This is an optimization exercise on Yosys and OpenROAD, whose aim is small area and a short achievable clock period, not a production implementation.
RTL that was checked went through simulation tests only; none was proved equivalent to the original.
Only the layout flow was run in run 1; the RTL was not checked for function there.
No activity file was given, so power comes from the tool's default toggle rates.

==> flow/design.v, too long to show whole: its modules and the start of the top module <==
// module ce_dalu: 273 lines
// module ce_dalu_mac: 910 lines
// module ce_dalu_add41: 120 lines
// module ce_dalu_add16: 99 lines
// module ce_dalu_inc16: 54 lines
// module ce_dalu_cmp16: 53 lines
module ce_dalu (
    input  wire        clk,
    input  wire        rst,          
    input  wire        ins_valid,    
    input  wire [31:0] ins,          
    input  wire [2:0]  rd_sel,       
    output wire [15:0] rd_data,
    output wire [39:0] acc,          
    output wire [4:0]  flags         
);
  // ...
==> flow/flow/run.sh <==
#!/bin/bash
# Standard layout, with these changes:
#  - synthesis: the standard synthesis script, sourcing a copy of ORFS's
#    synth.tcl whose only change is the ABC step (see below);
#  - after synthesis, fapol2.py picks a polarity for every full adder so
#    that the netlist needs fewer inverters; the result is kept only if ABC
#    proves it equivalent to the synthesized netlist;
#  - plain buffers (not delay cells) on the ports;
#  - the resizer's timing repair asked for more setup slack than the
#    standard flow.
set -euo pipefail
W=$PWD
F=$W/flow
# the ALU adder module is kept apart until the end of synthesis (as
# SYNTH_KEEP_MODULES does), left out of full-adder extraction and mapped for
# delay (flow/abc_fast.script); the rest is mapped with flow/abc.script
FAST="ce_dalu_add16"
sed 's#^  log_cmd abc {\*}$abc_args$#  log_cmd abc -script '"$F"'/abc.script {*}[lrange $abc_args 2 end] '"$FAST"' %% %n\n  log_cmd abc -script '"$F"'/abc_fast.script {*}[lrange $abc_args 2 end] '"$FAST"'#' \
    "$FLOW_HOME/scripts/synth.tcl" > "$W/synth_mine.tcl"
sed -i 's#^  extract_fa {\*}\[dont_use_extract_fa_args\]$#  extract_fa {*}[dont_use_extract_fa_args] '"$FAST"' %% %n#' "$W/synth_mine.tcl"
grep -q "abc_fast.script" "$W/synth_mine.tcl"
grep -q "extract_fa .*%n" "$W/synth_mine.tcl"
sed 's#source $::env(SCRIPTS_DIR)/synth.tcl#source '"$W"'/synth_mine.tcl#' \
    "$W/synth_recipe.tcl" > "$W/synth_recipe_mine.tcl"
grep -q "synth_mine.tcl" "$W/synth_recipe_mine.tcl"
ARGS=(SYNTH_SCRIPT="$W/synth_recipe_mine.tcl" SYNTH_KEEP_MODULES="$FAST"
      BUFFER_PORTS_ARGS="-buffer_cell sky130_fd_sc_hd__buf_2"
      SETUP_SLACK_MARGIN=10 TNS_END_PERCENT=100)
bash standard.sh "${ARGS[@]}" synth > make_synth.log 2>&1

# full-adder polarity clean-up, checked by ABC's combinational equivalence
R=$W/orfs/results/sky130hd/ce_dalu/base
LIB=$FLOW_HOME/platforms/sky130hd/lib/sky130_fd_sc_hd__tt_025C_1v80.lib
cp "$R/1_2_yosys.v" "$W/netlist_synth.v"
python3 "$F/fapol2.py" "$W/netlist_synth.v" "$W/netlist_fapol.v" > fapol.log 2>&1
for n in synth fapol; do
  cat > "$W/blif_$n.ys" <<EOY
read_liberty -ignore_miss_func $LIB
read_verilog $W/netlist_$n.v
hierarchy -top ce_dalu
flatten
opt_clean
techmap
opt -fast
dfflegalize -cell \$_DFF_P_ x
write_blif $W/netlist_$n.blif
EOY
  yosys -q -s "$W/blif_$n.ys" > "yosys_blif_$n.log" 2>&1
done
yosys-abc -c "cec $W/netlist_synth.blif $W/netlist_fapol.blif" > cec.log 2>&1 || true
if grep -q "Networks are equivalent" cec.log; then
  cp "$W/netlist_fapol.v" "$R/1_2_yosys.v"
  echo "fapol netlist used" >> fapol.log
else
  echo "fapol netlist NOT used" >> fapol.log
fi
bash standard.sh "${ARGS[@]}" finish > make.log 2>&1
==> flow/flow/abc.script <==
&get -n
&st
&dch -f
&nf -a -K 6 -R 1000
&put
topo
stime -c
buffer -c
upsize -c
dnsize -c
==> flow/flow/abc_fast.script <==
strash
dch -f
map -D 500
topo
stime -c
buffer -c
upsize -c -D 500
dnsize -c -D 500
==> flow/flow/fapol2.py <==
#!/usr/bin/env python3
"""Full-adder polarity optimisation of a synthesized netlist.

A full adder is self-dual: FA(~a, ~b, ~c) = (~cout, ~sum).  Each full adder
may therefore work in true or in complemented polarity.  This pass picks a
polarity for every adder so that as few inverters as possible are needed
(one inverter per signal that some reader needs in the polarity opposite to
the one it is produced in), then rebuilds the inverters of the netlist
accordingly.  The function of the netlist is unchanged; registers and all
cells other than inverters and full adders' connections are left as they are.

Usage: fapol2.py in.v out.v [seed]
"""
import random
import re
import sys
from collections import defaultdict

FA = re.compile(r"sky130_fd_sc_hd__fa_\d+$")
INV = re.compile(r"sky130_fd_sc_hd__(inv|clkinv)_\d+$")
INV_CELL = "sky130_fd_sc_hd__inv_1"
OUTPUTS = {"X", "Y", "Q", "Q_N", "SUM", "COUT", "HI", "LO"}


def main(src, dst, seed=1):
    text = open(src).read()
    m = re.search(r"^module\s+\w+\s*\(.*?\);\n", text, re.S | re.M)
    head_end = m.end()
    end = text.rindex("endmodule")
    body = text[head_end:end]
    cell_re = re.compile(r"^  (sky130_fd_sc_hd__\w+)\s+(\S+)\s*\((.*?)\n  \);\n", re.S | re.M)
    decl_parts, cells, order = [], {}, []
    pos = 0
    for cm in cell_re.finditer(body):
        decl_parts.append(body[pos:cm.start()])
        pos = cm.end()
        pins = {pm.group(1): pm.group(2).strip()
                for pm in re.finditer(r"\.(\w+)\(([^()]*)\)", cm.group(3))}
        cells[cm.group(2)] = [cm.group(1), pins]
        order.append(cm.group(2))
    decl_parts.append(body[pos:])
    decls = "".join(decl_parts)
    if re.search(r"^\s*assign\b", decls, re.M):
        open(dst, "w").write(text)
        print("fapol2: netlist has assign statements, unchanged")
        return

    ports_out = set()
    for pm in re.finditer(r"^\s*output\s+(\[\d+:\d+\]\s*)?(\S+);", text[:head_end] + decls, re.M):
        rng, nm = pm.group(1), pm.group(2)
        if rng:
            hi, lo = map(int, re.findall(r"\d+", rng))
            ports_out.update(f"{nm}[{i}]" for i in range(min(hi, lo), max(hi, lo) + 1))
        else:
            ports_out.add(nm)

    driver = {}
    for name, (typ, pins) in cells.items():
        for p, n in pins.items():
            if p in OUTPUTS:
                driver[n] = (name, p)

    # inverters that can be rebuilt: not driving a port
    def rebuildable(c):
        typ, pins = cells[c]
        return INV.match(typ) is not None and pins["Y"] not in ports_out

    invs = {c for c in cells if rebuildable(c)}
    inv_in = {c: cells[c][1]["A"] for c in invs}
    ninv0 = sum(1 for c in cells if INV.match(cells[c][0]))

    def root(n):
        par = 0
        seen = 0
        while True:
            d = driver.get(n)
            if d is None or d[0] not in invs:
                return n, par
            n = inv_in[d[0]]
            par ^= 1
            seen += 1
            if seen > 1000:
                raise RuntimeError("inverter loop")

    fas = [c for c in order if FA.match(cells[c][0])]
    fa_idx = {f: i for i, f in enumerate(fas)}
    # producer of each root: FA index or None
    prod = {}
    for f in fas:
        for q in ("COUT", "SUM"):
            prod[cells[f][1][q]] = fa_idx[f]
    # demands: root -> list of (pol, fa index or None)
    dem = defaultdict(list)
    for name, (typ, pins) in cells.items():
        if name in invs:
            continue
        for p, n in pins.items():
            if p in OUTPUTS or not n:
                continue
            r, par = root(n)
            dem[r].append((par, fa_idx.get(name) if FA.match(typ) else None))
    for n in ports_out:
        if n in driver:
            r, par = root(n)
            dem[r].append((par, None))

    fixed = set()
    for f in fas:
        pins = cells[f][1]
        for q in ("COUT", "SUM"):
            if pins[q] in ports_out:
                fixed.add(fa_idx[f])
        for p in ("A", "B", "CIN"):
            if "'" in pins[p]:
                fixed.add(fa_idx[f])

    roots_of_fa = [set() for _ in fas]
    for r, lst in dem.items():
        if r in prod:
            roots_of_fa[prod[r]].add(r)
        for pol, fi in lst:
            if fi is not None:
                roots_of_fa[fi].add(r)
    for f in fas:
        for q in ("COUT", "SUM"):
            roots_of_fa[fa_idx[f]].add(cells[f][1][q])

    x = [0] * len(fas)

    def cost(r):
        P = x[prod[r]] if r in prod else 0
        for pol, fi in dem.get(r, ()):
            d = pol ^ (x[fi] if fi is not None else 0)
            if d != P:
                return 1
        return 0

    total = sum(cost(r) for r in dem)
    cost0 = total
    best, bestx = total, list(x)
    rnd = random.Random(seed)
    free = [i for i in range(len(fas)) if i not in fixed]
    T = 0.6
    for it in range(400):
        rnd.shuffle(free)
        for i in free:
            rs = roots_of_fa[i]
            before = sum(cost(r) for r in rs)
            x[i] ^= 1
            after = sum(cost(r) for r in rs)
            delta = after - before
            if delta <= 0 or rnd.random() < T ** delta * 0.05:
                total += delta
                if total < best:
                    best, bestx = total, list(x)
            else:
                x[i] ^= 1
        T *= 0.99
    x = bestx

    # rebuild: drop the rebuildable inverters, flip the chosen adders, and
    # add one inverter per root needed in the opposite polarity
    for c in invs:
        del cells[c]
    order = [c for c in order if c in cells]
    newid = [0]
    inv_net = {}

    def P_of(r):
        return x[prod[r]] if r in prod else 0

    def net_for(r, d):
        if d == P_of(r):
            return r
        if r not in inv_net:
            newid[0] += 1
            nm = f"fapol_n{newid[0]}"
            cells[f"fapol_i{newid[0]}"] = [INV_CELL, {"A": r, "Y": nm}]
            order.append(f"fapol_i{newid[0]}")
            inv_net[r] = nm
        return inv_net[r]

    for name in list(order):
        typ, pins = cells[name]
        if name.startswith("fapol_i"):
            continue
        fi = fa_idx.get(name) if FA.match(typ) else None
        for p, n in list(pins.items()):
            if p in OUTPUTS or not n:
                continue
            r, par = root(n)
            d = par ^ (x[fi] if fi is not None else 0)
            pins[p] = net_for(r, d)
    # ports driven through rebuilt inverters need a driver of their own
    for n in sorted(ports_out):
        d0 = driver.get(n)
        if d0 is None or d0[0] in cells:
            continue
        r, par = root(n)
        src = net_for(r, par)
        newid[0] += 1
        cells[f"fapol_b{newid[0]}"] = ["sky130_fd_sc_hd__buf_1", {"A": src, "X": n}]
        order.append(f"fapol_b{newid[0]}")

    ninv1 = sum(1 for c in cells if INV.match(cells[c][0]))

    used = set()
    for name in order:
        for n in cells[name][1].values():
            used.add(n)

    def fmt(n):
        return n + " " if n.startswith("\\") else n

    out = [text[:head_end], decls.rstrip("\n") + "\n"]
    for i in range(1, newid[0] + 1):
        if f"fapol_n{i}" in used:
            out.append(f"  wire fapol_n{i};\n")
    for name in order:
        typ, pins = cells[name]
        pl = ",\n".join(f"    .{p}({fmt(n)})" for p, n in pins.items())
        out.append(f"  {typ} {fmt(name)} (\n{pl}\n  );\n")
    out.append(text[end:])
    open(dst, "w").write("".join(out))
    print(f"fapol2: {len(fas)} full adders, {sum(x)} flipped, "
          f"inverters {ninv0} -> {ninv1} (model cost {cost0} -> {best})")


if __name__ == "__main__":
    main(sys.argv[1], sys.argv[2], int(sys.argv[3]) if len(sys.argv) > 3 else 1)
==> flow/standard.sh <==
#!/bin/bash
# synth_recipe.tcl (not shown) runs the flow's synth.tcl, then flattens the netlist and writes it again
# the make line also repeats each setting of config.mk as NAME=value (left out here)
make -C /OpenROAD-flow-scripts/flow DESIGN_CONFIG=/design/flow/config.mk WORK_HOME=/design/flow/orfs CLKGATE_MAP_FILE= SYNTH_SCRIPT=/design/flow/synth_recipe.tcl "${@:-finish}"
==> flow/config.mk <==
export PLATFORM = sky130hd
export DESIGN_NAME = ce_dalu
export DESIGN_NICKNAME = ce_dalu
export VERILOG_FILES = /design/flow/design.v
export SDC_FILE = /design/flow/constraint.sdc
export NUM_CORES = 8
export LEC_CHECK = 0
export ABC_AREA = 1
export CAP_MARGIN = 20
export CORE_MARGIN = 2
export CORE_UTILIZATION = 45
export CTS_BUF_LIST = sky130_fd_sc_hd__clkbuf_8
export CTS_CLUSTER_DIAMETER = 60
export CTS_CLUSTER_SIZE = 15
export SLEW_MARGIN = 20
==> flow/constraint.sdc <==
create_clock -name core_clock -period 20.0 [get_ports {clk}]
set_input_delay 4.0000 -clock core_clock [delete_from_list [all_inputs] [get_ports {clk}]]
set_output_delay 4.0000 -clock core_clock [all_outputs]
set_load 0.01 [all_outputs]
==> flow_summary.rst, run 1 <==
.. list-table::
   :header-rows: 1

   * - Metric
     - Value
   * - Run status
     - timing/DRC/antenna clean
   * - Setup repair after global routing missed its margin
     - true
   * - Post-synthesis instance total
     - 3,352
   * - Number of remaining DRC errors
     - 0
   * - Critical Path Sink Type
     - output pin
   * - Wire length of the first global-routing pass
     - 186 mm
   * - Highest Clock Rate
     - 101 MHz
   * - Critical path destination
     - rd_data[11]
   * - Number of antenna violations at the first check in global routing
     - 4
   * - Relative area of non-clock buffer cells in the final design
     - 5.84%
   * - Synthesized area per cell
     - 8.00 µm²
   * - Wire length per cell
     - 30.9 µm
   * - Wire length reported by the detailed router
     - 130 mm
   * - Data arrival time of the worst path
     - 5.90 ns
   * - Library cell used as clock root buffer
     - sky130_fd_sc_hd__clkbuf_8
   * - Drt first-iter violations
     - 4,911
   * - Met2 Usage GRT
     - 60.6%
   * - Congestion Overflow GR
     - 0
   * - HP Start
     - f_n
   * - DR vias
     - 29,000
   * - Cell Pwr Density
     - 138 nW/µm²
   * - Post-detailed-placement cell area
     - 28,300 µm²
   * - Sum of met2 wire segment lengths after detailed routing
     - 53.7 mm
   * - Maximum Capacitance Violations
     - 0
   * - Met3 Usage GRT
     - 10.6%
   * - Power consumed by combinational cells
     - 3.02 mW
   * - Core Region
     - 58,900 µm²
   * - Final core utilization
     - 50.7%
   * - Count of inverters other than clock inverters in the layout
     - 208
   * - Flip-flop count of the largest register, all copies and words added
     - 41
   * - Headroom to the max-slew limit
     - 10.9%
   * - Sequential cell area share
     - 18.4%
   * - Part of the total power dissipated in combinational logic
     - 73.0%
   * - First element of the critical path
     - rd_sel[1]
   * - Final Critical Period
     - 9.90 ns
   * - Share of cell area taken by multi-input logic gates
     - 68.0%
   * - Area growth syn-to-layout
     - 11.5%
   * - Final #Nets
     - 3,698
==> module ce_dalu, before the edit <==
module ce_dalu (
    input  wire        clk,
    input  wire        rst,          
    input  wire        ins_valid,    
    input  wire [31:0] ins,          
    input  wire [2:0]  rd_sel,       
    output wire [15:0] rd_data,
    output wire [39:0] acc,          
    output wire [4:0]  flags         
);
    localparam [5:0] OP_LDI  = 6'h07, OP_MOV  = 6'h08, OP_MTS  = 6'h09;
    localparam [5:0] OP_MPY  = 6'h10, OP_MAC  = 6'h11, OP_MSU  = 6'h12;
    localparam [5:0] OP_MPYI = 6'h13, OP_MACI = 6'h14, OP_CLRA = 6'h15;
    localparam [5:0] OP_LDA  = 6'h16, OP_ADDA = 6'h17, OP_SUBA = 6'h18;
    localparam [5:0] OP_RND  = 6'h19, OP_SHRA = 6'h1A, OP_SHLA = 6'h1B;
    localparam [5:0] OP_ADD  = 6'h20, OP_SUB  = 6'h21, OP_ADDI = 6'h22;
    localparam [5:0] OP_AND  = 6'h23, OP_OR   = 6'h24, OP_XOR  = 6'h25;
    localparam [5:0] OP_SHL  = 6'h26, OP_SHR  = 6'h27, OP_CMP  = 6'h28;
    localparam [5:0] OP_CMPI = 6'h29, OP_MIN  = 6'h2A, OP_MAX  = 6'h2B;
    localparam [5:0] OP_LIM  = 6'h2C, OP_NEG  = 6'h2D, OP_ABS  = 6'h2E;
    reg [15:0] d0, d1, d2, d3, d4, d5, d6, d7;
    reg [40:0] cs_s, cs_c;                         
    reg        f_n, f_z, f_v, f_c, f_sat;
    reg        f_na, f_za, f_va;                   
    wire [40:0] acc_x;                             
    wire        acc_co;
    wire [40:0] acc_p, acc_g;
    ce_dalu_add41 u_accadd (.a(cs_s), .b(cs_c), .s(acc_x), .p(acc_p), .g(acc_g), .co(acc_co));
    wire [39:0] acc_r = acc_x[39:0];
    function [15:0] rdmux;
        input [2:0] s;
        input [15:0] r0, r1, r2, r3, r4, r5, r6, r7;
        begin
            rdmux = ({16{s == 3'd0}} & r0) | ({16{s == 3'd1}} & r1) |
                    ({16{s == 3'd2}} & r2) | ({16{s == 3'd3}} & r3) |
                    ({16{s == 3'd4}} & r4) | ({16{s == 3'd5}} & r5) |
                    ({16{s == 3'd6}} & r6) | ({16{s == 3'd7}} & r7);
        end
    endfunction
    wire [5:0]  op   = ins[31:26];
    wire [2:0]  fd   = ins[25:23];
    wire [2:0]  fa   = ins[22:20];
    wire [2:0]  fb   = ins[19:17];
    wire        s_r  = ins[16];
    wire        s_i  = ins[19];
    wire [15:0] imm  = ins[15:0];
    wire [15:0] da = rdmux(fa, d0, d1, d2, d3, d4, d5, d6, d7);
    wire [15:0] db = rdmux(fb, d0, d1, d2, d3, d4, d5, d6, d7);
    wire [15:0] dd = rdmux(fd, d0, d1, d2, d3, d4, d5, d6, d7);
    assign rd_data = rdmux(rd_sel, d0, d1, d2, d3, d4, d5, d6, d7);
    assign acc     = acc_r;
    assign flags   = {f_sat, f_c,
                      f_va ? (acc_x[40] ^ acc_x[39]) : f_v,
                      f_za ? (acc_r == 40'd0) : f_z,
                      f_na ? acc_r[39] : f_n};
    wire ex = ins_valid & ~rst;
    wire i_ldi  = (op == OP_LDI) & ~rst;
    wire i_mov  = (op == OP_MOV) & ~rst;
    wire i_mts  = (op == OP_MTS) & (ins[22:17] == 6'd24) & ~rst;
    wire i_mpy  = (op == OP_MPY) & ~rst;
    wire i_mac  = (op == OP_MAC) & ~rst;
    wire i_msu  = (op == OP_MSU) & ~rst;
    wire i_mpyi = (op == OP_MPYI) & ~rst;
    wire i_maci = (op == OP_MACI) & ~rst;
    wire i_clra = (op == OP_CLRA) & ~rst;
    wire i_lda  = (op == OP_LDA) & ~rst;
    wire i_adda = (op == OP_ADDA) & ~rst;
    wire i_suba = (op == OP_SUBA) & ~rst;
    wire i_rnd  = (op == OP_RND) & ~rst;
    wire i_shra = (op == OP_SHRA) & ~rst;
    wire i_shla = (op == OP_SHLA) & ~rst;
    wire i_add  = (op == OP_ADD) & ~rst;
    wire i_sub  = (op == OP_SUB) & ~rst;
    wire i_addi = (op == OP_ADDI) & ~rst;
    wire i_and  = (op == OP_AND) & ~rst;
    wire i_or   = (op == OP_OR) & ~rst;
    wire i_xor  = (op == OP_XOR) & ~rst;
    wire i_shl  = (op == OP_SHL) & ~rst;
    wire i_shr  = (op == OP_SHR) & ~rst;
    wire i_cmp  = (op == OP_CMP) & ~rst;
    wire i_cmpi = (op == OP_CMPI) & ~rst;
    wire i_min  = (op == OP_MIN) & ~rst;
    wire i_max  = (op == OP_MAX) & ~rst;
    wire i_lim  = (op == OP_LIM) & ~rst;
    wire i_neg  = (op == OP_NEG) & ~rst;
    wire i_abs  = (op == OP_ABS) & ~rst;
    wire g_mul = (i_mpy | i_mac | i_msu | i_mpyi | i_maci) & ins_valid;
    wire g_hi  = (i_lda | i_adda | i_suba) & ins_valid;
    wire g_acc = i_mpy | i_mac | i_msu | i_mpyi | i_maci | i_lda | i_adda | i_suba | i_clra;
    wire u_acc = (i_mac | i_msu | i_maci | i_adda | i_suba) & ins_valid;
    wire m_sub = i_msu | i_suba;
    wire m_x2  = i_mpy | i_mac | i_msu | g_hi;
    wire [16:0] mx = m_x2 ? {da, 1'b0} : {da[15], da};
    reg [7:0] b_one, b_two, b_neg;
    integer k;
    reg     b2, b1, b0;
    always @(*) begin
        for (k = 0; k < 8; k = k + 1) begin
            b2 = db[2*k+1];
            b1 = db[2*k];
            b0 = (k == 0) ? 1'b0 : db[2*k-1];
            b_one[k] = g_mul & (b1 ^ b0);
            b_two[k] = (g_mul & ((b2 & ~b1 & ~b0) | (~b2 & b1 & b0))) | (g_hi & (k == 7));
            b_neg[k] = (g_mul & (b2 ^ m_sub)) | (g_hi & (k == 7) & m_sub);
        end
    end
    function [39:0] rev40;
        input [39:0] x;
        integer j;
        begin
            for (j = 0; j < 40; j = j + 1) rev40[j] = x[39-j];
        end
    endfunction
    function [15:0] rev16;
        input [15:0] x;
        integer j;
        begin
            for (j = 0; j < 16; j = j + 1) rev16[j] = x[15-j];
        end
    endfunction
    wire        over39 = imm[5] & (imm[4] | imm[3]);
    wire [5:0]  amt_a  = over39 ? 6'd39 : imm[5:0];
    wire        sh_acc = i_shra | i_shla;
    wire [5:0]  sh_amt = sh_acc ? amt_a : {2'b00, imm[3:0]};
    wire [39:0] acc_rv = rev40(acc_r);
    wire [39:0] sh_in;
    assign sh_in[23:0]  = i_shla ? acc_rv[23:0] : i_shl ? {24{da[15]}} : acc_r[23:0];
    assign sh_in[39:24] = i_shla ? acc_rv[39:24] :
                          i_shr  ? da :
                          i_shl  ? rev16(da) : acc_r[39:24];
    wire        sh_fill = i_shra ? acc_r[39] : (i_shr & ~imm[4] & da[15]);
    wire [39:0] sh_1   = sh_amt[0] ? {sh_fill, sh_in[39:1]} : sh_in;
    wire [39:0] sh_2   = sh_amt[1] ? {{2{sh_fill}}, sh_1[39:2]} : sh_1;
    wire [39:0] sh_3   = sh_amt[2] ? {{4{sh_fill}}, sh_2[39:4]} : sh_2;
    wire [39:0] sh_4   = sh_amt[3] ? {{8{sh_fill}}, sh_3[39:8]} : sh_3;
    wire [39:0] sh_5   = sh_amt[4] ? {{16{sh_fill}}, sh_4[39:16]} : sh_4;
    wire [39:0] sh_out = sh_amt[5] ? {{32{sh_fill}}, sh_5[39:32]} : sh_5;
    wire [39:0] acc_shf = i_shla ? rev40(sh_out) : sh_out;
    wire        a_sh   = sh_acc & ins_valid;
    wire        a_keep = ~rst & ~(ins_valid & (g_acc | sh_acc));
    wire [40:0] a_op = ({41{u_acc}} & {acc_r[39], acc_r}) |
                       ({41{a_sh}} & {acc_shf[39], acc_shf}) |
                       ({41{a_keep}} & acc_x);
    wire [40:0] t_s, t_c;
    ce_dalu_mac u_mac (.x(mx), .one(b_one), .two(b_two), .neg(b_neg),
                       .a(a_op), .s0(t_s), .s1(t_c));
    reg  [39:0] ga;
    integer q;
    always @(*) begin
        ga[39] = 1'b0;
        for (q = 38; q >= 0; q = q - 1)
            ga[q] = ga[q+1] | (acc_r[q] ^ acc_r[39]);
    end
    wire shla_v = ga[6'd39 - amt_a];
    wire        shl_ovf = ~((&sh_out[24:9]) | ~(|sh_out[24:9]));
    wire [15:0] shl_raw = rev16(sh_out[39:24]);
    wire [15:0] r_shl   = (shl_ovf & s_i) ? {da[15], {15{~da[15]}}} : shl_raw;
    wire [15:0] r_shr   = sh_out[39:24];
    wire [15:0] rnd_v;
    wire [15:0] rnd_p, rnd_g;
    wire        rnd_co;
    ce_dalu_inc16 u_rnd (.a(acc_r[31:16]), .b(16'd0), .ci(acc_r[15]),
                         .s(rnd_v), .p(rnd_p), .g(rnd_g), .co(rnd_co));
    wire        r_ones  = &acc_r[30:15];
    wire        rnd_hi  = ~acc_r[39] & ((|acc_r[38:31]) | r_ones);
    wire        rnd_lo  =  acc_r[39] & ~(&acc_r[38:31]) &
                          ~((&acc_r[38:32]) & ~acc_r[31] & r_ones);
    wire        rnd_sat = s_r & (rnd_hi | rnd_lo);
    wire [15:0] r_rnd   = rnd_sat ? {rnd_lo, {15{rnd_hi}}} : rnd_v;
    wire a_zero = i_neg | i_abs | i_ldi;
    wire a_imm  = i_addi | i_cmpi | i_ldi;
    wire a_inv  = i_sub | i_cmp | i_cmpi | i_neg | i_min | i_max | i_lim;
    wire a_cin  = a_inv | (i_abs & da[15]);
    wire [15:0] al  = a_zero ? 16'd0 : da;
    wire [15:0] ar0 = a_imm ? imm :
                      i_abs ? (da ^ {16{da[15]}}) :
                      i_neg ? da : db;
    wire [15:0] ar  = ar0 ^ {16{a_inv}};
    wire [15:0] asum, a_p, a_g;
    wire        a_c16;
    ce_dalu_add16 u_alu (.a(al), .b(ar), .ci(a_cin), .s(asum), .p(a_p), .g(a_g), .co(a_c16));
    wire        a_x16 = al[15] ^ ar[15] ^ a_c16;           
    wire        a_ovf = a_x16 ^ asum[15];
    wire        a_s   = (i_addi ? s_i : s_r) & ~(i_cmp | i_cmpi);
    wire [15:0] r_add = (a_ovf & a_s) ? {a_x16, {15{~a_x16}}} : asum;
    wire [15:0] a_k   = al | ar;
    wire        a_z   = &(~(a_p ^ {a_k[14:0], a_cin}));
    wire        z_add = a_z & ~(a_s & al[15] & ar[15]);
    wire        c_alu = (i_add | i_addi) ? a_c16 : ~a_c16;
    wire [15:0] c1_s, c1_p, c1_g, c2_s, c2_p, c2_g;
    wire        c1_co, c2_co;
    ce_dalu_cmp16 u_cmp1 (.a({~dd[15], dd[14:0]}), .b({da[15], ~da[14:0]}), .ci(1'b1),
                          .s(c1_s), .p(c1_p), .g(c1_g), .co(c1_co));
    ce_dalu_cmp16 u_cmp2 (.a({~db[15], db[14:0]}), .b({dd[15], ~dd[14:0]}), .ci(1'b1),
                          .s(c2_s), .p(c2_p), .g(c2_g), .co(c2_co));
    wire lt_ab = a_x16;                                     
    wire lt_da = ~c1_co;                                    
    wire gt_db = ~c2_co;                                    
    wire gt_ab = ~lt_ab & (asum != 16'd0);                  
    wire sel_a = i_mov | (i_min & lt_ab) | (i_max & ~lt_ab) | (i_lim & ~gt_ab & lt_da);
    wire sel_b = (i_min & ~lt_ab) | (i_max & lt_ab) | (i_lim & (gt_ab | (~lt_da & gt_db)));
    wire sel_d = i_lim & ~gt_ab & ~lt_da & ~gt_db;
    wire g_add = i_add | i_sub | i_addi | i_cmp | i_cmpi | i_neg | i_abs;
    wire [15:0] wd_m = ({16{sel_a}} & da) | ({16{sel_b}} & db) | ({16{sel_d}} & dd);
    wire [15:0] wd_x = ({16{i_rnd}} & r_rnd) |
                       ({16{i_and | i_or}} & a_g) |
                       ({16{i_or | i_xor}} & a_p) |
                       ({16{i_shl}} & r_shl) |
                       ({16{i_shr}} & r_shr);
    wire [15:0] wd   = ({16{g_add | i_ldi}} & r_add) | wd_m | wd_x;
    wire        z_m  = (sel_a & (da == 16'd0)) | (sel_b & (db == 16'd0)) |
                       (sel_d & (dd == 16'd0));
    reg  [15:0] m_ge, m_le;                     
    integer mj;
    always @(*) begin
        for (mj = 0; mj < 16; mj = mj + 1) begin
            m_ge[mj] = (mj >= imm[3:0]);
            m_le[mj] = (mj + imm[3:0] <= 15);
        end
    end
    wire        z_shr = ((da & m_ge) == 16'd0);
    wire        z_shl = ((da & m_le) == 16'd0) & (~s_i | (da == 16'd0));
    wire        wd_z = (g_add & z_add) | ((i_min | i_max | i_lim) & z_m) |
                       (i_shr & z_shr) | (i_shl & z_shl) |
                       ((i_rnd | i_and | i_or | i_xor) & (wd_x == 16'd0));
    wire wr_d = i_ldi | i_mov | i_rnd | i_add | i_sub | i_addi | i_and | i_or |
                i_xor | i_shl | i_shr | i_min | i_max | i_lim | i_neg | i_abs;
    wire [15:0] wdat = wd;
    wire        we   = ex & wr_d;
    always @(posedge clk) begin
        if (rst | (we & (fd == 3'd0))) d0 <= wdat;
        if (rst | (we & (fd == 3'd1))) d1 <= wdat;
        if (rst | (we & (fd == 3'd2))) d2 <= wdat;
        if (rst | (we & (fd == 3'd3))) d3 <= wdat;
        if (rst | (we & (fd == 3'd4))) d4 <= wdat;
        if (rst | (we & (fd == 3'd5))) d5 <= wdat;
        if (rst | (we & (fd == 3'd6))) d6 <= wdat;
        if (rst | (we & (fd == 3'd7))) d7 <= wdat;
    end
    always @(posedge clk) begin
        cs_s <= t_s;
        cs_c <= t_c;
    end
    wire g_nz16 = i_rnd | g_add | i_and | i_or | i_xor | i_shl | i_shr |
                  i_min | i_max | i_lim;
    wire v_upd16 = g_add | i_and | i_or | i_xor | i_shl | i_shr;
    wire v16 = (g_add & a_ovf) | (i_shl & shl_ovf);
    wire sat16 = (g_add & a_ovf & a_s) | (i_shl & shl_ovf & s_i) | (i_rnd & rnd_sat);
    wire c16 = (i_add | i_addi | i_sub | i_cmp | i_cmpi) & c_alu;
    always @(posedge clk) begin
        if (rst) begin
            f_n <= 1'b0; f_z <= 1'b0; f_v <= 1'b0; f_c <= 1'b0; f_sat <= 1'b0;
            f_na <= 1'b0; f_za <= 1'b0; f_va <= 1'b0;
        end else if (ex) begin
            if (i_mts) begin
                f_n <= dd[0]; f_z <= dd[1]; f_v <= dd[2]; f_c <= dd[3]; f_sat <= dd[4];
                f_na <= 1'b0; f_za <= 1'b0; f_va <= 1'b0;
            end else if (g_acc) begin
                f_na <= 1'b1; f_za <= 1'b1; f_va <= 1'b1; f_c <= 1'b0;
            end else if (sh_acc) begin
                f_na <= 1'b1; f_za <= 1'b1; f_va <= 1'b0; f_c <= 1'b0;
                f_v <= i_shla & shla_v;
            end else if (g_nz16) begin
                f_n <= wd[15]; f_z <= wd_z; f_c <= c16;
                f_na <= 1'b0; f_za <= 1'b0;
                if (v_upd16) begin
                    f_v <= v16; f_va <= 1'b0;
                end
                if (sat16) f_sat <= 1'b1;
            end
        end
    end
endmodule
==> run 2: changes to the inputs <==
--- a/flow/design.v
+++ b/flow/design.v
@@ -85,8 +85,8 @@
     wire i_neg  = (op == OP_NEG) & ~rst;
     wire i_abs  = (op == OP_ABS) & ~rst;
-    wire g_mul = (i_mpy | i_mac | i_msu | i_mpyi | i_maci) & ins_valid;
-    wire g_hi  = (i_lda | i_adda | i_suba) & ins_valid;
+    wire g_mul = i_mpy | i_mac | i_msu | i_mpyi | i_maci;
+    wire g_hi  = i_lda | i_adda | i_suba;
     wire g_acc = i_mpy | i_mac | i_msu | i_mpyi | i_maci | i_lda | i_adda | i_suba | i_clra;
-    wire u_acc = (i_mac | i_msu | i_maci | i_adda | i_suba) & ins_valid;
+    wire u_acc = i_mac | i_msu | i_maci | i_adda | i_suba;
     wire m_sub = i_msu | i_suba;
     wire m_x2  = i_mpy | i_mac | i_msu | g_hi;
@@ -137,9 +137,6 @@
     wire [39:0] sh_out = sh_amt[5] ? {{32{sh_fill}}, sh_5[39:32]} : sh_5;
     wire [39:0] acc_shf = i_shla ? rev40(sh_out) : sh_out;
-    wire        a_sh   = sh_acc & ins_valid;
-    wire        a_keep = ~rst & ~(ins_valid & (g_acc | sh_acc));
     wire [40:0] a_op = ({41{u_acc}} & {acc_r[39], acc_r}) |
-                       ({41{a_sh}} & {acc_shf[39], acc_shf}) |
-                       ({41{a_keep}} & acc_x);
+                       ({41{sh_acc}} & {acc_shf[39], acc_shf});
     wire [40:0] t_s, t_c;
     ce_dalu_mac u_mac (.x(mx), .one(b_one), .two(b_two), .neg(b_neg),
@@ -211,17 +208,6 @@
     wire        z_m  = (sel_a & (da == 16'd0)) | (sel_b & (db == 16'd0)) |
                        (sel_d & (dd == 16'd0));
-    reg  [15:0] m_ge, m_le;                     
-    integer mj;
-    always @(*) begin
-        for (mj = 0; mj < 16; mj = mj + 1) begin
-            m_ge[mj] = (mj >= imm[3:0]);
-            m_le[mj] = (mj + imm[3:0] <= 15);
-        end
-    end
-    wire        z_shr = ((da & m_ge) == 16'd0);
-    wire        z_shl = ((da & m_le) == 16'd0) & (~s_i | (da == 16'd0));
     wire        wd_z = (g_add & z_add) | ((i_min | i_max | i_lim) & z_m) |
-                       (i_shr & z_shr) | (i_shl & z_shl) |
-                       ((i_rnd | i_and | i_or | i_xor) & (wd_x == 16'd0));
+                       ((i_rnd | i_and | i_or | i_xor | i_shl | i_shr) & (wd_x == 16'd0));
     wire wr_d = i_ldi | i_mov | i_rnd | i_add | i_sub | i_addi | i_and | i_or |
                 i_xor | i_shl | i_shr | i_min | i_max | i_lim | i_neg | i_abs;
@@ -239,6 +225,8 @@
     end
     always @(posedge clk) begin
-        cs_s <= t_s;
-        cs_c <= t_c;
+        if (rst | (ex & (g_acc | sh_acc))) begin
+            cs_s <= t_s;
+            cs_c <= t_c;
+        end
     end
     wire g_nz16 = i_rnd | g_add | i_and | i_or | i_xor | i_shl | i_shr |
--- a/flow/flow/run.sh
+++ b/flow/flow/run.sh
@@ -2,5 +2,5 @@
 # Standard layout, with these changes:
 #  - synthesis: the standard synthesis script, sourcing a copy of ORFS's
-#    synth.tcl whose only change is the ABC step (see below);
+#    synth.tcl whose only change is the ABC script (flow/abc.script);
 #  - after synthesis, fapol2.py picks a polarity for every full adder so
 #    that the netlist needs fewer inverters; the result is kept only if ABC
@@ -12,19 +12,13 @@
 W=$PWD
 F=$W/flow
-# the ALU adder module is kept apart until the end of synthesis (as
-# SYNTH_KEEP_MODULES does), left out of full-adder extraction and mapped for
-# delay (flow/abc_fast.script); the rest is mapped with flow/abc.script
-FAST="ce_dalu_add16"
-sed 's#^  log_cmd abc {\*}$abc_args$#  log_cmd abc -script '"$F"'/abc.script {*}[lrange $abc_args 2 end] '"$FAST"' %% %n\n  log_cmd abc -script '"$F"'/abc_fast.script {*}[lrange $abc_args 2 end] '"$FAST"'#' \
+sed 's#^  log_cmd abc {\*}$abc_args$#  log_cmd abc -script '"$F"'/abc.script {*}[lrange $abc_args 2 end]#' \
     "$FLOW_HOME/scripts/synth.tcl" > "$W/synth_mine.tcl"
-sed -i 's#^  extract_fa {\*}\[dont_use_extract_fa_args\]$#  extract_fa {*}[dont_use_extract_fa_args] '"$FAST"' %% %n#' "$W/synth_mine.tcl"
-grep -q "abc_fast.script" "$W/synth_mine.tcl"
-grep -q "extract_fa .*%n" "$W/synth_mine.tcl"
+grep -q "abc.script" "$W/synth_mine.tcl"
 sed 's#source $::env(SCRIPTS_DIR)/synth.tcl#source '"$W"'/synth_mine.tcl#' \
     "$W/synth_recipe.tcl" > "$W/synth_recipe_mine.tcl"
 grep -q "synth_mine.tcl" "$W/synth_recipe_mine.tcl"
-ARGS=(SYNTH_SCRIPT="$W/synth_recipe_mine.tcl" SYNTH_KEEP_MODULES="$FAST"
+ARGS=(SYNTH_SCRIPT="$W/synth_recipe_mine.tcl"
       BUFFER_PORTS_ARGS="-buffer_cell sky130_fd_sc_hd__buf_2"
-      SETUP_SLACK_MARGIN=10 TNS_END_PERCENT=100)
+      SETUP_SLACK_MARGIN=10 TNS_END_PERCENT=0)
 bash standard.sh "${ARGS[@]}" synth > make_synth.log 2>&1
 
removed: flow/flow/abc_fast.script
==> run 2 against run 1 <==
Against the previous run:
- still clean
- die area shrank 2.9%
- flip-flop and latch count is the same
- sequential share of layout area grew 3.1 points
- cell area shrank 2.6%
- global-route usage shrank 1.3 points
- first-iteration DRC count shrank 11%
==> flow_summary.rst, run 2 <==
.. list-table::
   :header-rows: 1

   * - Metric
     - Value
   * - Syn Std Cell Area
     - 26,000 µm²
   * - Cell Pwr Density
     - 81.8 nW/µm² (-41%)
   * - Area growth syn-to-layout
     - 11.9%
   * - Summed area of non-filler cells in the final layout
     - 29,100 µm²
   * - Synthesized area per cell
     - 8.39 µm² (+5.0%)
   * - Kind of start point of the critical path
     - primary input
   * - Final setup skew
     - 0.0258 ns
   * - Post-synthesis instance total
     - 3,100 (-7.5%)
   * - Path type of the worst min-delay path
     - reg2reg
   * - DR vias
     - 27,300 (-6.0%)
   * - Synthesis warning total
     - 1
   * - Total number of cells along the worst setup path
     - 7
   * - Die boundary height
     - 244 µm
   * - Final number of hold-violating endpoints
     - 0
   * - Tot GR Track Use
     - 39.8%
   * - Number of antenna violations at the first check in global routing
     - 9 (+5)
   * - Area of the die
     - 59,800 µm²
   * - Count of placed standard cells including taps
     - 3,839
   * - Count of boundary I/O pins
     - 99
   * - Max-slew violations
     - 0
   * - Die extent in x
     - 244 µm
   * - Clock tree buffer depth
     - 3
   * - Setup slack of the most critical reg-to-reg path
     - 10.74 ns
   * - Setup repair after global routing missed its margin
     - true
   * - Most common cell after layout, fill and taps aside
     - sky130_fd_sc_hd__nand2_1
   * - Sum of buffers and inverters on the critical path
     - 3
   * - Number of remaining DRC errors
     - 0 (unchanged)
   * - Congestion Overflow GR
     - 0 (unchanged)
   * - Largest fanout of any net on the critical path
     - 16
   * - Cell type group with the largest total delay on the critical path
     - simple AND/OR/NAND/NOR gates
   * - Critical path destination
     - rd_data[7]
   * - Highest metal layer with signal wires
     - met5
   * - Critical path cell sequence
     - buf_2, and3b_1, a222oi_1, inv_1, a221oi_1, nand2_1, buf_2
   * - Commonest cells after routing, fill and taps aside
     - 341 x sky130_fd_sc_hd__nand2_1, 222 x sky130_fd_sc_hd__nor2_1, 218 x sky130_fd_sc_hd__a21oi_1, 203 x sky130_fd_sc_hd__edfxtp_1, 184 x sky130_fd_sc_hd__inv_1
   * - Top Registers
     - cs_s x41, cs_c x34
   * - Worst Hold Slack
     - 0.475 ns
   * - Run status
     - timing/DRC/antenna clean
   * - Post-detailed-placement cell area
     - 27,500 µm² (-2.7%)
   * - Flip-flop count of the largest register, all copies and words added
     - 41 (unchanged)
   * - TritonCTS buffer count
     - 23
   * - Data arrival time of the worst path
     - 5.97 ns (+0.07 ns)
   * - Sum of met2 wire segment lengths after detailed routing
     - 51.0 mm (-5.1%)
   * - Drt first-iter violations
     - 4,364 (-11%)
   * - Post-route clock period utilization
     - 49.9%
   * - Wire length per cell
     - 31.1 µm (+0.58%)
   * - Clock Sinks
     - 210
   * - Core Region
     - 57,500 µm² (-2.4%)
   * - Filler instances
     - 5,561
   * - TritonCTS clock tree
     - done
   * - Critical register-to-register path endpoint
     - f_v
   * - Final #Nets
     - 3,465 (-6.3%)
   * - Clock slew at reported path FFs
     - 0.09 ns
   * - Number of global-route vias before repair
     - 25,500
   * - DRT met1 WL
     - 45.9 mm
   * - Leakage Power
     - 11.6 nW
   * - Pin count of the biggest net entering global routing
     - 76
   * - Number of setup violations in the final report
     - 0
   * - Setup slack after layout
     - 10.03 ns
   * - Fraction of final layout cells with drive strength greater than 1
     - 15.4%
   * - Wire length of the first global-routing pass
     - 177 mm (-4.8%)
   * - Top register by number of flip-flops
     - cs_s
   * - Maximum Capacitance Violations
     - 0 (unchanged)
   * - Number of levels in the clock H-tree
     - 1
   * - Wire length reported by the detailed router
     - 122 mm (-5.7%)
   * - Crit-path most repeated cell
     - sky130_fd_sc_hd__buf_2
   * - Aggregate negative setup slack
     - 0 ns
   * - Startpoint of the lowest-slack register-to-register path
     - cs_s[0]
   * - Final Critical Period
     - 9.97 ns (+0.0772 ns)
   * - Worst slew pin tran
     - 1.29 ns
   * - Maximum VDD drop
     - 0.0000673 V
   * - Total met3 wirelength after detailed routing
     - 15.9 mm
   * - DP Wirelength
     - 89.4 mm
   * - Residual antenna-violating net count after detailed routing
     - 0
   * - Source-to-sink clock delay at the later pin of the worst-skew pair
     - 0.60 ns
   * - Starting Density
     - 45.3%
   * - CP max stage cell
     - sky130_fd_sc_hd__and3b_1
   * - Syn_nets
     - 3,415
   * - Standard-cell row count
     - 88
   * - Pre-antenna DRT Iters
     - 12
   * - Pre-CTS worst setup slack
     - 7.80 ns
   * - Worst Reg-to-Reg Cells
     - 45
   * - Path type of the worst setup path
     - in2out
   * - Largest stage delay on the critical path
     - 0.94 ns
   * - Buffers added on ports
     - 98
   * - First element of the critical path
     - rd_sel[2]
   * - Headroom to the max-slew limit
     - 13.1% (+2.2 points)
   * - Required time of the critical path
     - 16.00 ns
   * - Via-to-Cell Ratio
     - 6.93
   * - Library cell used as clock root buffer
     - sky130_fd_sc_hd__clkbuf_8
   * - Final non-filler cell total
     - 3,935
   * - Critical Path Sink Type
     - output pin
   * - Final weighted congestion of routability-driven global placement
     - 1.09
   * - Highest Clock Rate
     - 100 MHz (-0.77%)
-- run 2: area by class of cell --
cell class / instances / area (µm²) / share of cell area, %
Clock buffer: 23 / 317 / 1.09
Sequential cell: 210 / 6240 / 21.4
Tap cell: 765 / 957 / 3.29
Antenna cell: 5 / 12.5 / 0.0430
Inverter: 191 / 736 / 2.53
Multi-Input combinational cell: 2480 / 19000 / 65.2
Timing Repair Buffer: 244 / 1690 / 5.81
Clock inverter: 17 / 181 / 0.623
-- run 2: how the worst min path moves through the flow --
stage	from	cells after the start	endpoint
5_1_grt	f_va	2	f_va
4_1_cts	f_va	2	f_va
6_report	f_va	2	f_va
2_1_floorplan	f_z	2	f_z
3_3_place_gp	f_va	2	f_va
3_5_place_dp	f_va	2	f_va
-- run 2: metrics by stage --
step	power [mW]	utilization (%)
after floorplan	1.36	-
after CTS	2.26	49.3
final	2.38	50.6
after detailed placement	1.92	47.9
after global placement	1.91	47.9
after global routing	2.47	50.6
-- run 2: layer usage --
layer	vias up	track usage, %
met4	10	23.8
met2	2063	59.2
li1	11600	-
met3	538	10.6
met1	13000	51.9
met5	-	0
-- run 2: power by group --
part	switching (mW)	internal (mW)
Combinational	1.02	0.456
Clock	0.178	0.141
Sequential	0.0418	0.544
Total	1.24	1.14
-- run 2: tightest hold or removal path, delay by kind of cell, from the launching register on --
| kind | cells | cell delay, ns |
|---|---|---|
| flops | 1 | 0.33 |
| simple gates | 1 | 0.06 |
| compound gates | 1 | 0.05 |
-- run 2: repair_timing --
| item | in CTS | in global routing |
|---|---|---|
| hold buffers | 0 | 0 |
| pin swaps | 11 | 34 |
| gates cloned | 0 | 2 |
| setup buffers | 18 | 31 |
| endpoints found under the setup margin | 138 | 137 |
| resized for setup | 54 | 113 |
==> module ce_dalu_add16, before the edit <==
module ce_dalu_add16 (
    input  wire [15:0] a,
    input  wire [15:0] b,
    input  wire        ci,
    output wire [15:0] s,
    output wire [15:0] p,    
    output wire [15:0] g,    
    output wire        co
);
    assign p = a ^ b;
    assign g = a & b;
    wire gc0 = g[0] | (p[0] & ci);
    wire G0 = g[1] | (p[1] & gc0);
    wire G1 = g[2] | (p[2] & g[1]);
    wire P1 = p[2] & p[1];
    wire G2 = g[3] | (p[3] & g[2]);
    wire P2 = p[3] & p[2];
    wire G3 = g[4] | (p[4] & g[3]);
    wire P3 = p[4] & p[3];
    wire G4 = g[5] | (p[5] & g[4]);
    wire P4 = p[5] & p[4];
    wire G5 = g[6] | (p[6] & g[5]);
    wire P5 = p[6] & p[5];
    wire G6 = g[7] | (p[7] & g[6]);
    wire P6 = p[7] & p[6];
    wire G7 = g[8] | (p[8] & g[7]);
    wire P7 = p[8] & p[7];
    wire G8 = g[9] | (p[9] & g[8]);
    wire P8 = p[9] & p[8];
    wire G9 = g[10] | (p[10] & g[9]);
    wire P9 = p[10] & p[9];
    wire G10 = g[11] | (p[11] & g[10]);
    wire P10 = p[11] & p[10];
    wire G11 = g[12] | (p[12] & g[11]);
    wire P11 = p[12] & p[11];
    wire G12 = g[13] | (p[13] & g[12]);
    wire P12 = p[13] & p[12];
    wire G13 = g[14] | (p[14] & g[13]);
    wire P13 = p[14] & p[13];
    wire G14 = g[15] | (p[15] & g[14]);
    wire P14 = p[15] & p[14];
    wire G15 = G1 | (P1 & gc0);
    wire G16 = G2 | (P2 & G0);
    wire G17 = G3 | (P3 & G1);
    wire P17 = P3 & P1;
    wire G18 = G4 | (P4 & G2);
    wire P18 = P4 & P2;
    wire G19 = G5 | (P5 & G3);
    wire P19 = P5 & P3;
    wire G20 = G6 | (P6 & G4);
    wire P20 = P6 & P4;
    wire G21 = G7 | (P7 & G5);
    wire P21 = P7 & P5;
    wire G22 = G8 | (P8 & G6);
    wire P22 = P8 & P6;
    wire G23 = G9 | (P9 & G7);
    wire P23 = P9 & P7;
    wire G24 = G10 | (P10 & G8);
    wire P24 = P10 & P8;
    wire G25 = G11 | (P11 & G9);
    wire P25 = P11 & P9;
    wire G26 = G12 | (P12 & G10);
    wire P26 = P12 & P10;
    wire G27 = G13 | (P13 & G11);
    wire P27 = P13 & P11;
    wire G28 = G14 | (P14 & G12);
    wire P28 = P14 & P12;
    wire G29 = G17 | (P17 & gc0);
    wire G30 = G18 | (P18 & G0);
    wire G31 = G19 | (P19 & G15);
    wire G32 = G20 | (P20 & G16);
    wire G33 = G21 | (P21 & G17);
    wire P33 = P21 & P17;
    wire G34 = G22 | (P22 & G18);
    wire P34 = P22 & P18;
    wire G35 = G23 | (P23 & G19);
    wire P35 = P23 & P19;
    wire G36 = G24 | (P24 & G20);
    wire P36 = P24 & P20;
    wire G37 = G25 | (P25 & G21);
    wire P37 = P25 & P21;
    wire G38 = G26 | (P26 & G22);
    wire P38 = P26 & P22;
    wire G39 = G27 | (P27 & G23);
    wire P39 = P27 & P23;
    wire G40 = G28 | (P28 & G24);
    wire P40 = P28 & P24;
    wire G41 = G33 | (P33 & gc0);
    wire G42 = G34 | (P34 & G0);
    wire G43 = G35 | (P35 & G15);
    wire G44 = G36 | (P36 & G16);
    wire G45 = G37 | (P37 & G29);
    wire G46 = G38 | (P38 & G30);
    wire G47 = G39 | (P39 & G31);
    wire G48 = G40 | (P40 & G32);
    wire [15:0] c = {G47, G46, G45, G44, G43, G42, G41, G32, G31, G30, G29, G16, G15, G0, gc0, ci};
    assign s = p ^ c;
    assign co = G48;
endmodule
==> run 3: changes to the inputs <==
--- a/flow/design.v
+++ b/flow/design.v
@@ -85,8 +85,8 @@
     wire i_neg  = (op == OP_NEG) & ~rst;
     wire i_abs  = (op == OP_ABS) & ~rst;
-    wire g_mul = i_mpy | i_mac | i_msu | i_mpyi | i_maci;
-    wire g_hi  = i_lda | i_adda | i_suba;
+    wire g_mul = (i_mpy | i_mac | i_msu | i_mpyi | i_maci) & ins_valid;
+    wire g_hi  = (i_lda | i_adda | i_suba) & ins_valid;
     wire g_acc = i_mpy | i_mac | i_msu | i_mpyi | i_maci | i_lda | i_adda | i_suba | i_clra;
-    wire u_acc = i_mac | i_msu | i_maci | i_adda | i_suba;
+    wire u_acc = (i_mac | i_msu | i_maci | i_adda | i_suba) & ins_valid;
     wire m_sub = i_msu | i_suba;
     wire m_x2  = i_mpy | i_mac | i_msu | g_hi;
@@ -137,6 +137,9 @@
     wire [39:0] sh_out = sh_amt[5] ? {{32{sh_fill}}, sh_5[39:32]} : sh_5;
     wire [39:0] acc_shf = i_shla ? rev40(sh_out) : sh_out;
+    wire        a_sh   = sh_acc & ins_valid;
+    wire        a_keep = ~rst & ~(ins_valid & (g_acc | sh_acc));
     wire [40:0] a_op = ({41{u_acc}} & {acc_r[39], acc_r}) |
-                       ({41{sh_acc}} & {acc_shf[39], acc_shf});
+                       ({41{a_sh}} & {acc_shf[39], acc_shf}) |
+                       ({41{a_keep}} & acc_x);
     wire [40:0] t_s, t_c;
     ce_dalu_mac u_mac (.x(mx), .one(b_one), .two(b_two), .neg(b_neg),
@@ -225,8 +228,6 @@
     end
     always @(posedge clk) begin
-        if (rst | (ex & (g_acc | sh_acc))) begin
-            cs_s <= t_s;
-            cs_c <= t_c;
-        end
+        cs_s <= t_s;
+        cs_c <= t_c;
     end
     wire g_nz16 = i_rnd | g_add | i_and | i_or | i_xor | i_shl | i_shr |
@@ -1303,89 +1304,43 @@
     wire gc0 = g[0] | (p[0] & ci);
     wire G0 = g[1] | (p[1] & gc0);
-    wire G1 = g[2] | (p[2] & g[1]);
-    wire P1 = p[2] & p[1];
-    wire G2 = g[3] | (p[3] & g[2]);
-    wire P2 = p[3] & p[2];
-    wire G3 = g[4] | (p[4] & g[3]);
-    wire P3 = p[4] & p[3];
-    wire G4 = g[5] | (p[5] & g[4]);
-    wire P4 = p[5] & p[4];
-    wire G5 = g[6] | (p[6] & g[5]);
-    wire P5 = p[6] & p[5];
-    wire G6 = g[7] | (p[7] & g[6]);
-    wire P6 = p[7] & p[6];
-    wire G7 = g[8] | (p[8] & g[7]);
-    wire P7 = p[8] & p[7];
-    wire G8 = g[9] | (p[9] & g[8]);
-    wire P8 = p[9] & p[8];
-    wire G9 = g[10] | (p[10] & g[9]);
-    wire P9 = p[10] & p[9];
-    wire G10 = g[11] | (p[11] & g[10]);
-    wire P10 = p[11] & p[10];
-    wire G11 = g[12] | (p[12] & g[11]);
-    wire P11 = p[12] & p[11];
-    wire G12 = g[13] | (p[13] & g[12]);
-    wire P12 = p[13] & p[12];
-    wire G13 = g[14] | (p[14] & g[13]);
-    wire P13 = p[14] & p[13];
-    wire G14 = g[15] | (p[15] & g[14]);
-    wire P14 = p[15] & p[14];
-    wire G15 = G1 | (P1 & gc0);
-    wire G16 = G2 | (P2 & G0);
-    wire G17 = G3 | (P3 & G1);
-    wire P17 = P3 & P1;
-    wire G18 = G4 | (P4 & G2);
-    wire P18 = P4 & P2;
-    wire G19 = G5 | (P5 & G3);
-    wire P19 = P5 & P3;
-    wire G20 = G6 | (P6 & G4);
-    wire P20 = P6 & P4;
-    wire G21 = G7 | (P7 & G5);
-    wire P21 = P7 & P5;
-    wire G22 = G8 | (P8 & G6);
-    wire P22 = P8 & P6;
-    wire G23 = G9 | (P9 & G7);
-    wire P23 = P9 & P7;
-    wire G24 = G10 | (P10 & G8);
-    wire P24 = P10 & P8;
-    wire G25 = G11 | (P11 & G9);
-    wire P25 = P11 & P9;
-    wire G26 = G12 | (P12 & G10);
-    wire P26 = P12 & P10;
-    wire G27 = G13 | (P13 & G11);
-    wire P27 = P13 & P11;
-    wire G28 = G14 | (P14 & G12);
-    wire P28 = P14 & P12;
-    wire G29 = G17 | (P17 & gc0);
-    wire G30 = G18 | (P18 & G0);
-    wire G31 = G19 | (P19 & G15);
-    wire G32 = G20 | (P20 & G16);
-    wire G33 = G21 | (P21 & G17);
-    wire P33 = P21 & P17;
-    wire G34 = G22 | (P22 & G18);
-    wire P34 = P22 & P18;
-    wire G35 = G23 | (P23 & G19);
-    wire P35 = P23 & P19;
-    wire G36 = G24 | (P24 & G20);
-    wire P36 = P24 & P20;
-    wire G37 = G25 | (P25 & G21);
-    wire P37 = P25 & P21;
-    wire G38 = G26 | (P26 & G22);
-    wire P38 = P26 & P22;
-    wire G39 = G27 | (P27 & G23);
-    wire P39 = P27 & P23;
-    wire G40 = G28 | (P28 & G24);
-    wire P40 = P28 & P24;
-    wire G41 = G33 | (P33 & gc0);
-    wire G42 = G34 | (P34 & G0);
-    wire G43 = G35 | (P35 & G15);
-    wire G44 = G36 | (P36 & G16);
-    wire G45 = G37 | (P37 & G29);
-    wire G46 = G38 | (P38 & G30);
-    wire G47 = G39 | (P39 & G31);
-    wire G48 = G40 | (P40 & G32);
-    wire [15:0] c = {G47, G46, G45, G44, G43, G42, G41, G32, G31, G30, G29, G16, G15, G0, gc0, ci};
+    wire G1 = g[3] | (p[3] & g[2]);
+    wire P1 = p[3] & p[2];
+    wire G2 = g[5] | (p[5] & g[4]);
+    wire P2 = p[5] & p[4];
+    wire G3 = g[7] | (p[7] & g[6]);
+    wire P3 = p[7] & p[6];
+    wire G4 = g[9] | (p[9] & g[8]);
+    wire P4 = p[9] & p[8];
+    wire G5 = g[11] | (p[11] & g[10]);
+    wire P5 = p[11] & p[10];
+    wire G6 = g[13] | (p[13] & g[12]);
+    wire P6 = p[13] & p[12];
+    wire G7 = g[15] | (p[15] & g[14]);
+    wire P7 = p[15] & p[14];
+    wire G8 = G1 | (P1 & G0);
+    wire G9 = G3 | (P3 & G2);
+    wire P9 = P3 & P2;
+    wire G10 = G5 | (P5 & G4);
+    wire P10 = P5 & P4;
+    wire G11 = G7 | (P7 & G6);
+    wire P11 = P7 & P6;
+    wire G12 = G9 | (P9 & G8);
+    wire G13 = G11 | (P11 & G10);
+    wire P13 = P11 & P10;
+    wire G14 = G13 | (P13 & G12);
+    wire G15 = G10 | (P10 & G12);
+    wire G16 = G2 | (P2 & G8);
+    wire G17 = G4 | (P4 & G12);
+    wire G18 = G6 | (P6 & G15);
+    wire G19 = g[2] | (p[2] & G0);
+    wire G20 = g[4] | (p[4] & G8);
+    wire G21 = g[6] | (p[6] & G16);
+    wire G22 = g[8] | (p[8] & G12);
+    wire G23 = g[10] | (p[10] & G17);
+    wire G24 = g[12] | (p[12] & G15);
+    wire G25 = g[14] | (p[14] & G18);
+    wire [15:0] c = {G25, G18, G24, G15, G23, G17, G22, G12, G21, G16, G20, G8, G19, G0, gc0, ci};
     assign s = p ^ c;
-    assign co = G48;
+    assign co = G14;
 endmodule
 module ce_dalu_inc16 (
--- a/flow/flow/run.sh
+++ b/flow/flow/run.sh
@@ -2,5 +2,5 @@
 # Standard layout, with these changes:
 #  - synthesis: the standard synthesis script, sourcing a copy of ORFS's
-#    synth.tcl whose only change is the ABC script (flow/abc.script);
+#    synth.tcl whose only change is the ABC step (see below);
 #  - after synthesis, fapol2.py picks a polarity for every full adder so
 #    that the netlist needs fewer inverters; the result is kept only if ABC
@@ -12,11 +12,17 @@
 W=$PWD
 F=$W/flow
-sed 's#^  log_cmd abc {\*}$abc_args$#  log_cmd abc -script '"$F"'/abc.script {*}[lrange $abc_args 2 end]#' \
+# the ALU adder module is kept apart until the end of synthesis (as
+# SYNTH_KEEP_MODULES does), left out of full-adder extraction and mapped for
+# delay (flow/abc_fast.script); the rest is mapped with flow/abc.script
+FAST="ce_dalu_add16"
+sed 's#^  log_cmd abc {\*}$abc_args$#  log_cmd abc -script '"$F"'/abc.script {*}[lrange $abc_args 2 end] '"$FAST"' %% %n\n  log_cmd abc -script '"$F"'/abc_fast.script {*}[lrange $abc_args 2 end] '"$FAST"'#' \
     "$FLOW_HOME/scripts/synth.tcl" > "$W/synth_mine.tcl"
-grep -q "abc.script" "$W/synth_mine.tcl"
+sed -i 's#^  extract_fa {\*}\[dont_use_extract_fa_args\]$#  extract_fa {*}[dont_use_extract_fa_args] '"$FAST"' %% %n#' "$W/synth_mine.tcl"
+grep -q "abc_fast.script" "$W/synth_mine.tcl"
+grep -q "extract_fa .*%n" "$W/synth_mine.tcl"
 sed 's#source $::env(SCRIPTS_DIR)/synth.tcl#source '"$W"'/synth_mine.tcl#' \
     "$W/synth_recipe.tcl" > "$W/synth_recipe_mine.tcl"
 grep -q "synth_mine.tcl" "$W/synth_recipe_mine.tcl"
-ARGS=(SYNTH_SCRIPT="$W/synth_recipe_mine.tcl"
+ARGS=(SYNTH_SCRIPT="$W/synth_recipe_mine.tcl" SYNTH_KEEP_MODULES="$FAST"
       BUFFER_PORTS_ARGS="-buffer_cell sky130_fd_sc_hd__buf_2"
       SETUP_SLACK_MARGIN=10 TNS_END_PERCENT=0)
==> flow/flow/abc_fast.script (new file) <==
strash
dch -f
map -D 500
topo
stime -c
buffer -c
upsize -c -D 500
dnsize -c -D 500
==> run 3 against run 2 <==
Against the previous run:
- still clean on timing, DRC and antenna
- worst hold slack improved by 0.011 ns
- clock skew grew 0.066 ns
- global-route usage decreased by 0.31 points
- cell area down 4.0%
==> flow_summary.rst, run 3 <==
.. list-table::
   :header-rows: 1

   * - Metric
     - Value
   * - Run status
     - timing/DRC/antenna clean
   * - Number of remaining DRC errors
     - 0 (unchanged)
   * - Number of hold buffers added after cts
     - 0 (unchanged)
   * - Post-synthesis instance total
     - 3,225 (+4.0%)
   * - Final #Nets
     - 3,528 (+1.8%)
   * - Critical register-to-register path endpoint
     - f_v
   * - Synthesized area per cell
     - 7.85 µm² (-6.4%)
   * - Buffers added on ports
     - 98 (unchanged)
   * - Summed area of non-filler cells in the final layout
     - 27,900 µm² (-4.0%)
   * - Path type of the worst min-delay path
     - reg2reg
   * - Final weighted congestion of routability-driven global placement
     - 1.01 (-8.1%)
   * - Residual antenna-violating net count after detailed routing
     - 0 (unchanged)
   * - Drt first-iter violations
     - 4,614 (+5.7%)
   * - Aggregate negative setup slack
     - 0 ns (unchanged)
   * - Die boundary height
     - 241 µm (-1.3%)
   * - Setup repair after global routing missed its margin
     - true
   * - Number of global-route vias before repair
     - 25,700 (+0.58%)
   * - Final setup skew
     - 0.0915 ns (+0.0657 ns)
   * - Path type of the worst setup path
     - in2out
   * - Congestion Overflow GR
     - 0 (unchanged)
   * - Number of setup violations in the final report
     - 0 (unchanged)
   * - Via-to-Cell Ratio
     - 6.82 (-1.5%)
   * - DR vias
     - 27,400 (+0.46%)
   * - Wire length of the first global-routing pass
     - 170 mm (-3.9%)
   * - Top register by number of flip-flops
     - cs_s
   * - Startpoint of the lowest-slack register-to-register path
     - cs_s[3]
   * - Clock tree buffer depth
     - 3 (unchanged)
   * - Maximum Capacitance Violations
     - 0 (unchanged)
   * - Flip-flop count of the largest register, all copies and words added
     - 41 (unchanged)
   * - Post-route clock period utilization
     - 50.7% (+0.84 points)
   * - Core Region
     - 55,400 µm² (-3.6%)
   * - Starting Density
     - 45.7% (+0.44 points)
   * - Kind of start point of the critical path
     - primary input
   * - Die extent in x
     - 241 µm (-1.3%)
   * - Seq pwr share
     - 19.1% (-5.5 points)
   * - Max-slew violations
     - 0 (unchanged)
   * - Switching portion of total power
     - 55.7% (+3.6 points)
   * - Part of the total power dissipated in combinational logic
     - 69.6% (+7.7 points)
   * - Syn Std Cell Area
     - 25,300 µm² (-2.7%)
   * - Clock Sinks
     - 210 (unchanged)
   * - Fraction of final layout cells with drive strength greater than 1
     - 12.3% (-3.1 points)
   * - Area growth syn-to-layout
     - 10.3%
   * - Syn_nets
     - 3,507 (+2.7%)
   * - Number of levels in the clock H-tree
     - 1 (unchanged)
   * - Required time of the critical path
     - 16.00 ns (about the same)
   * - Most common cell after layout, fill and taps aside
     - sky130_fd_sc_hd__nand2_1
   * - Count of boundary I/O pins
     - 99 (unchanged)
   * - Pre-antenna DRT Iters
     - 12 (unchanged)
   * - Part of the total power dissipated in the clock network
     - 11.2% (-2.2 points)
   * - Internal power summed over all cells
     - 1.38 mW (+21%)
   * - Source-to-sink clock delay at the later pin of the worst-skew pair
     - 0.66 ns (+0.06 ns)
   * - Final Critical Period
     - 10.14 ns (+0.167 ns)
   * - Switch Pwr
     - 1.73 mW (+40%)
   * - Clock slew at reported path FFs
     - 0.07 ns (-0.02 ns)
   * - Top Registers
     - cs_s x41, cs_c x34
   * - Largest fanout of any net on the critical path
     - 16 (unchanged)
   * - Area of the die
     - 58,200 µm² (-2.6%)
   * - Number of cells traversed by the worst hold path
     - 2 (unchanged)
   * - Wire length reported by the detailed router
     - 118 mm (-3.5%)
   * - Standard-cell row count
     - 86 (-2.3%)
   * - Pin count of the biggest net entering global routing
     - 88 (+16%)
   * - Highest Clock Rate
     - 98.6 MHz (-1.7%)
   * - HP Start
     - f_va
   * - Setup slack of the most critical reg-to-reg path
     - 10.36 ns (-0.38 ns)
   * - Commonest cells after routing, fill and taps aside
     - 354 x sky130_fd_sc_hd__nand2_1, 312 x sky130_fd_sc_hd__nor2_1, 273 x sky130_fd_sc_hd__a21oi_1, 216 x sky130_fd_sc_hd__o21ai_0, 209 x sky130_fd_sc_hd__inv_1
   * - DP Wirelength
     - 86.2 mm (-3.7%)
   * - Worst Reg-to-Reg Cells
     - 46 (+2.2%)
   * - Number of antenna violations at the first check in global routing
     - 1 (-8)
   * - Data arrival time of the worst path
     - 6.14 ns (+0.17 ns)
   * - TritonCTS buffer count
     - 24 (+4.3%)
   * - Tot GR Track Use
     - 39.5% (-0.31 points)
   * - First element of the critical path
     - rd_sel[1]
   * - Worst Hold End
     - f_va
   * - TritonCTS clock tree
     - done
   * - Worst Hold Slack
     - 0.485 ns (+0.0105 ns)
   * - Headroom to the max-slew limit
     - 13.6% (+0.50 points)
   * - Synthesis warning total
     - 1 (unchanged)
   * - Critical Path Sink Type
     - output pin
   * - Post-detailed-placement cell area
     - 26,800 µm² (-2.6%)
   * - Maximum VDD drop
     - 0.0000986 V (+47%)
   * - Leakage Power
     - 11.5 nW (-0.82%)
   * - Final number of hold-violating endpoints
     - 0 (unchanged)
   * - Worst slew pin tran
     - 1.29 ns (+0.00467 ns)
   * - Library cell used as clock root buffer
     - sky130_fd_sc_hd__clkbuf_8
   * - Cell Pwr Density
     - 111 nW/µm² (+36%)
   * - Wire length per cell
     - 29.4 µm (-5.3%)
run 3: worst max-delay path by stage:
| stage | slack, ns | end |
|---|---|---|
| global route | 9.77 | flags[1] |
| detailed placement | 8.35 | d0[14] |
| floorplan | 10.00 | flags[1] |
| finish | 9.86 | rd_data[15] |
| CTS | 9.87 | flags[1] |
| global placement | 8.42 | f_z |
run 3: power groups by stage:
stage          logic (mW)  registers [mW]  clock network, mW
2_1_floorplan        1.23           0.582                  0
3_3_place_gp         1.99           0.598                  0
3_5_place_dp         2.00           0.600                  0
4_1_cts              2.06           0.591              0.354
5_1_grt              2.30           0.601              0.369
6_report             2.17           0.595              0.350
run 3: critical path, stage by stage:
cell and delay, ns:
sky130_fd_sc_hd__buf_2 0.20, sky130_fd_sc_hd__nor3b_4 1.08, sky130_fd_sc_hd__a222oi_1 0.28, sky130_fd_sc_hd__a21boi_0 0.20, sky130_fd_sc_hd__nand3_1 0.20, sky130_fd_sc_hd__buf_2 0.17
run 3: layout make-up:
class                      instances  area, µm²
fill                            5480      27500
multi-input combinational       2581      18700
antenna                            1       2.50
timing repair buffer             221       1490
inverter                         208        785
clock inverter                    19        235
sequential                       210       5490
tap                              748        936
clock buffer                      24        330
run 3: stage by stage:
stage	total power, mW	std cells	util (%)	setup slack, ns
floorplan	1.81	3225	-	10.00
global placement	2.59	3939	48.4	8.42
detailed placement	2.60	3939	48.4	8.35
CTS	3.00	3994	49.9	9.87
global route	3.27	4012	50.4	9.77
finish	3.11	4012	50.4	9.86
run 3: metal layers:
metal	share of wire [%]	wire length [µm]	GRT usage (%)
met3	13	15800	10.4
met1	39	46000	53.5
met2	42	49400	58.3
met4	5.7	6690	19.2
met5	0.035	41	0.589
run 3: repair_timing:
item | in CTS | in global routing
cloned | 1 | 1
setup endpoints to repair | 145 | 137
pin swaps | 12 | 24
buffers inserted | 11 | 13
resized for setup | 30 | 37
endpoints found under the hold margin | 0 | 0

==> port drivers added, routing unchanged <==
The results above use ideal ports. As a check the final layouts listed here were re-extracted and re-timed, cells and wires unchanged.
Step 1 (the two cells are an assumption about what drives the block):
set clk [get_ports {clk}]
set_driving_cell -lib_cell sky130_fd_sc_hd__clkbuf_16 $clk
set_driving_cell -lib_cell sky130_fd_sc_hd__buf_2 [delete_from_list [all_inputs] $clk]
Step 2, shift: input delay + t, output delay - t, t = (earliest + latest rising clock arrival at the registers) / 2. This alone moves slack from input paths to output paths.
a / b / c = ideal / step 1 / step 2; a / b = the first two.
| run | t (ns) | slack for setup (ns) | hold slack, ns | worst setup path at the end | worst slew at a driven data input, ns |
|---|---|---|---|---|---|
| run 1 | 0.673 | 10.103 / 10.075 / 9.586 | 0.484 / 0.484 / 0.484 | input to register | 0.12 |
| run 2 | 0.648 | 10.026 / 9.968 / 9.492 | 0.475 / 0.475 / 0.475 | input to register | 0.12 |
| run 3 | 0.669 | 9.859 / 9.833 / 9.469 | 0.485 / 0.485 / 0.485 | input to register | 0.04 |
After both steps setup and hold are still met in every run listed. For run 2, which loses most, drivers alone change the setup slack by -0.058 ns; drivers and shift together by -0.534 ns.
